This design comes from an exercise in tuning for small area on the open sky130 flow, not from production work.
Function was checked by simulation only, so behaviour that the tests miss may differ from the original.
Power figures rest on the tool's default switching activity, not on a simulated workload.

Setup of zinc:
==> flow/design.v <==
module tense_edges_ok (
    input  wire        s16,
    input  wire [63:0] item0,
    input  wire [63:0] item1,
    input  wire [63:0] item2,
    input  wire [63:0] item3,
    input  wire [63:0] item4,
    input  wire [63:0] item5,
    output wire        base_bad,
    output wire [3:0]  u_bad
);
    localparam LMIN = 1;    
    wire [31:0] period    = item0[31:0];
    wire        rz        = item0[33:32] != 2'b00;
    wire [31:0] data      = item1[63:32];
    wire [31:0] drv_on    = item1[31:0];
    wire [31:0] drv_off   = item2[63:32];
    wire [31:0] ret       = item2[31:0];
    wire [31:0] stb_close = item3[63:32];
    wire [31:0] stb_open  = item3[31:0];
    wire [31:0] udef [0:3];
    assign udef[0] = item4[31:0];
    assign udef[1] = item4[63:32];
    assign udef[2] = item5[31:0];
    assign udef[3] = item5[63:32];
    function automatic cy32(input [31:0] a, input [31:0] b, input ci);
        integer i;
        reg c;
        begin
            c = ci;
            for (i = 0; i < 32; i = i + 1)
                c = (a[i] & b[i]) | (c & (a[i] | b[i]));
            cy32 = c;
        end
    endfunction
    function automatic cy24(input [23:0] a, input [23:0] b);
        integer i;
        reg c;
        begin
            c = 1'b0;
            for (i = 0; i < 24; i = i + 1)
                c = (a[i] & b[i]) | (c & (a[i] | b[i]));
            cy24 = c;
        end
    endfunction
    function automatic cy23(input [22:0] a, input [22:0] b);
        integer i;
        reg c;
        begin
            c = 1'b0;
            for (i = 0; i < 23; i = i + 1)
                c = (a[i] & b[i]) | (c & (a[i] | b[i]));
            cy23 = c;
        end
    endfunction
    function automatic [24:0] sub24(input [23:0] a, input [23:0] b);
        integer i;
        reg c;
        reg [23:0] r;
        begin
            c = 1'b1;
            for (i = 0; i < 24; i = i + 1) begin
                r[i] = a[i] ^ ~b[i] ^ c;
                c = (a[i] & ~b[i]) | (c & (a[i] | ~b[i]));
            end
            sub24 = {c, r};
        end
    endfunction
    function automatic [10:0] sub11(input [10:0] a, input [10:0] b);
        integer i;
        reg c;
        reg [10:0] r;
        begin
            c = 1'b1;
            for (i = 0; i < 11; i = i + 1) begin
                r[i] = a[i] ^ ~b[i] ^ c;
                c = (a[i] & ~b[i]) | (c & (a[i] | ~b[i]));
            end
            sub11 = r;
        end
    endfunction
    function automatic [3:0] dflags(input [10:0] d);
        reg z, p1, m1;
        begin
            z  = d == 11'd0;
            p1 = d == 11'd1;
            m1 = d == 11'h7FF;
            dflags = {d[10] | z | p1, d[10] | z, d[10], d[10] & ~m1};
        end
    endfunction
    wire r1 = (|period[31:12]) || (period[11] && !s16);
    wire [31:0] cs_t = stb_open ^ period ^ ~stb_close;
    wire [32:0] cs_u = {(stb_open & period) | (stb_open & ~stb_close) | (period & ~stb_close), 1'b0};
    wire win_ok = cs_u[32] | cy32(cs_t, cs_u[31:0], 1'b0);
    wire inv = cy32(data, ~drv_on, 1'b1) && (!rz || cy32(ret, ~data, 1'b0)) &&
               cy32(stb_close, ~stb_open, 1'b1) && win_ok;
    wire [31:0] x  = rz ? ret : data;
    wire [24:0] lx = sub24(x[23:0], period[23:0]);
    wire [24:0] lf = sub24(drv_off[23:0], period[23:0]);
    wire [24:0] ls = sub24(stb_open[23:0], {period[21:0], 2'b00});
    wire [3:0] fx = dflags(sub11({3'b000, x[31:24]},        {3'b000, period[31:24]}));
    wire [3:0] ff = dflags(sub11({3'b000, drv_off[31:24]},  {3'b000, period[31:24]}));
    wire [3:0] fs = dflags(sub11({3'b000, stb_open[31:24]}, {1'b0, period[31:22]}));
    wire on_big  = |drv_on[31:24];
    wire off_big = |drv_off[31:24];
    wire so_big  = |stb_open[31:24];
    wire pick_off = on_big | (~off_big & cy24(drv_on[23:0], ~drv_off[23:0]));    
    wire [23:0] m1 = pick_off ? drv_off[23:0] : drv_on[23:0];
    wire m1_big = on_big & off_big;
    wire pick_so = m1_big | (~so_big & cy24(m1, ~stb_open[23:0]));
    wire [23:0] m  = pick_so ? stb_open[23:0] : m1;
    wire m_big = m1_big & so_big;
    wire m_hi  = m_big | m[23];      
    function automatic [2:0] up_pre(input [3:0] f, input c);
        begin
            up_pre = c ? {f[2], f[1], f[0]} : {f[3], f[2], f[1]};    
        end
    endfunction
    function automatic [2:0] up_pre2(input [2:0] u, input d23);
        begin
            up_pre2 = {u[1], d23 ? u[1] : u[2], d23 ? u[0] : u[1]};
        end
    endfunction
    function automatic up_ok(input [2:0] p, input c23, input s23);
        begin
            up_ok = s23 ? (c23 ? p[2] : p[1]) : (c23 ? p[0] : p[2]);
        end
    endfunction
    wire [2:0] ux = up_pre2(up_pre(fx, lx[24]), lx[23]);
    wire [2:0] uf = up_pre2(up_pre(ff, lf[24]), lf[23]);
    wire [2:0] us = up_pre2(up_pre(fs, ls[24]), ls[23]);
    wire up0 = (lx[24] ? fx[1] : fx[2]) && (lf[24] ? ff[1] : ff[2]) && (ls[24] ? fs[1] : fs[2]);
    assign base_bad = !(r1 && inv && up0);
    genvar k;
    generate
        for (k = 0; k < 4; k = k + 1) begin : g_u
            wire [23:0] su  = udef[k][23:0];
            wire        s23 = udef[k][23];
            wire def_ok = udef[k][31:28] <= 4'hB && udef[k][27:24] == 4'h0;
            wire hi = up_ok(ux, cy23(lx[22:0], su[22:0]), s23) &&
                      up_ok(uf, cy23(lf[22:0], su[22:0]), s23) &&
                      up_ok(us, cy23(ls[22:0], su[22:0]), s23);
            wire lo;
            if (LMIN) begin : g_lo1
                assign lo = ~s23 | m_hi | cy23(m[22:0], su[22:0]);
            end else begin : g_lo3
                assign lo = ~s23 | (((|drv_on[31:24])   | cy24(drv_on[23:0], su)) &
                                    ((|drv_off[31:24])  | cy24(drv_off[23:0], su)) &
                                    ((|stb_open[31:24]) | cy24(stb_open[23:0], su)));
            end
            assign u_bad[k] = !(def_ok && inv && lo && hi);
        end
    endgenerate
endmodule
module tense_check (
    input  wire        clk,
    input  wire        rst,         
    input  wire        in_valid,
    input  wire        s16,         
    input  wire [63:0] item0,
    input  wire [63:0] item1,
    input  wire [63:0] item2,
    input  wire [63:0] item3,
    input  wire [63:0] item4,
    input  wire [63:0] item5,
    output reg         out_valid,
    output wire        tense_valid,
    output reg         base_bad,
    output reg  [3:0]  u_bad
);
    wire base_bad_c;
    wire [3:0] u_bad_c;
    tense_edges_ok u_chk (
        .s16(s16), .item0(item0), .item1(item1), .item2(item2),
        .item3(item3), .item4(item4), .item5(item5),
        .base_bad(base_bad_c), .u_bad(u_bad_c)
    );
    reg       v_q;
    reg       bb_q;
    reg [3:0] ub_q;
    always @(posedge clk) begin
        if (rst) begin
            v_q       <= 1'b0;
            out_valid <= 1'b0;
        end else begin
            v_q       <= in_valid;
            out_valid <= v_q;
        end
        bb_q     <= base_bad_c;
        ub_q     <= u_bad_c;
        base_bad <= bb_q;
        u_bad    <= ub_q;
    end
    assign tense_valid = !base_bad && (u_bad == 4'b0000);
endmodule
Settings: LEC_CHECK=0, ABC_AREA=1, CAP_MARGIN=20, CORE_MARGIN=2, CORE_UTILIZATION=40, CTS_BUF_LIST=sky130_fd_sc_hd__clkbuf_2 sky130_fd_sc_hd__clkbuf_4, SLEW_MARGIN=20; clock period 15.0 ns.
standard.sh (not shown) runs the stock make flow with config.mk's settings and CLKGATE_MAP_FILE= SYNTH_SCRIPT=/design/flow/synth_recipe.tcl, a recipe that flattens the netlist after the stock synthesis.
==> flow/flow/run.sh <==
#!/bin/bash
# The standard layout (standard.sh), with two changes:
#  - synthesis maps with flow/abc_map.script, an area-oriented ABC script
#    (everything else in synth_recipe.tcl, the standard synthesis, is kept);
#  - buffer_ports puts the smallest buffer on each input and output port
#    instead of the delay-cell buffer it picks by default.
set -euo pipefail
W=$PWD
cat > $W/own_synth.tcl <<EOT
proc abc {args} {
  set i [lsearch -exact \$args -script]
  if {\$i >= 0} { set args [lreplace \$args \$i [expr {\$i + 1}] -script $W/flow/abc_map.script] }
  yosys abc {*}\$args
}
source $W/synth_recipe.tcl
EOT
bash standard.sh SYNTH_SCRIPT=$W/own_synth.tcl \
  BUFFER_PORTS_ARGS="-buffer_cell sky130_fd_sc_hd__buf_1" finish > standard_make.log 2>&1
==> flow/flow/abc_map.script <==
&get -n
&st
&syn2
&dch
&nf -p
&st
&dch -f
&nf -p
&st
&dch -f
&nf -p
&st
&dch -f
&nf -p
&put
topo
Setup changes, zinc to garnet
Settings: CORE_UTILIZATION: 40 -> 65.
==> flow/flow/abc_map.script <==
&get -n
&st
&syn2
&dch
&nf -p
&put
topo
## What came out
On worst endpoint data arrival time, the higher figure sits with garnet, not zinc. garnet does better than zinc on global-route wire length before repair. garnet vs zinc — post-synth design cell area rose 1.6%. As far as cell count after synthesis is concerned, garnet and zinc perform about the same.
Inputs modified between garnet and indigo:
Settings: CORE_UTILIZATION now 40, was 65.
==> flow/flow/abc_map.script <==
&get -n
&st
&syn2
&dch
&nf -p
&st
&dch
&nf -p
&put
topo
Notes after the runs:
Higher count of filler cells inserted in the layout goes to indigo over garnet. Delta (indigo minus garnet): core utilization lost 30 points, amount of wire on met3 after detailed routing lost 1800 um. Compared with garnet, in indigo final cell count increased about 6.4%; overall fraction of global-route tracks in use -16 points; cell area after technology mapping decreased by about 1.6% relative to the old numbers; worst-margin pin slew shows a reduction of 0.19 ns; power dissipated by switching net loads dropped about 3%.
> inputs changed (indigo -> cedar)
==> flow/flow/abc_map.script <==
&get -n
&st
&syn2
&dch
&nf -p
&put
topo
--- outcome ---
cedar vs. indigo: antenna cell count dropped 1; clock group total power -about 4%. Comparing indigo and cedar, the higher standby leakage power was measured on cedar. cedar vs indigo — count of non-CTS inverters in the layout dropped 17%. From indigo to cedar the numbers moved as follows: number of logic stages on the critical path including buffering saw an increase, minimum period implied by the final worst setup slack went up, worst clock skew moved down. The net count of the mapped netlist on indigo is in line with that on cedar.
## Diff of input files: nickel against cedar
==> flow/flow/abc_map.script <==
&get -n
&st
&syn3
&dch
&nf -p
&put
topo
[summary]
When nickel is measured against cedar, its post-route clock period utilization turns out 0.60 points higher. Looking only at final area, and setting everything else aside, the higher value of cedar and nickel goes to nickel. Floorplan die width of cedar is on par with nickel. Between cedar and nickel, the difference in combinational fraction of design power is negligible. Measured against each other, cedar and nickel differ in mean instance size in the synthesized netlist, the lower figure coming from cedar.

[static timing again, ports no longer ideal]
Ports are ideal in the flow. The routed layouts listed here were re-timed in OpenROAD.
Step 1: set_driving_cell puts a clkbuf_16 on clk and a buf_2 on each other input, an assumption about the parent block.
Step 2 adds t to the input delays and takes it off the output delays; t is the mean of the earliest and latest rising clock arrival at the registers after step 1. Input paths then give back, and output paths get back, about the clock's delay inside the block.
Slacks: ideal ports / drivers / drivers and shift; pairs: ideal ports / drivers.
run | t, ns | setup WS [ns] | hold WS [ns] | worst data-port slew with drivers (ns)
zinc | 0.276 | 0.745 / 0.741 / 0.465 | 0.326 / 0.326 / 0.326 | 0.09
garnet | 0.302 | 0.191 / 0.193 / -0.109 | 0.342 / 0.342 / 0.342 | 0.09
indigo | 0.281 | 0.684 / 0.679 / 0.398 | 0.328 / 0.328 / 0.328 | 0.09
cedar | 0.283 | 0.364 / 0.361 / 0.078 | 0.332 / 0.332 / 0.332 | 0.09
nickel | 0.291 | 0.273 / 0.257 / -0.034 | 0.333 / 0.333 / 0.333 | 0.11
With both steps, setup timing fails in garnet and nickel, where it was met with ideal ports. The setup slack of nickel, which loses most, moves by -0.016 ns with the drivers and by -0.307 ns with both steps.
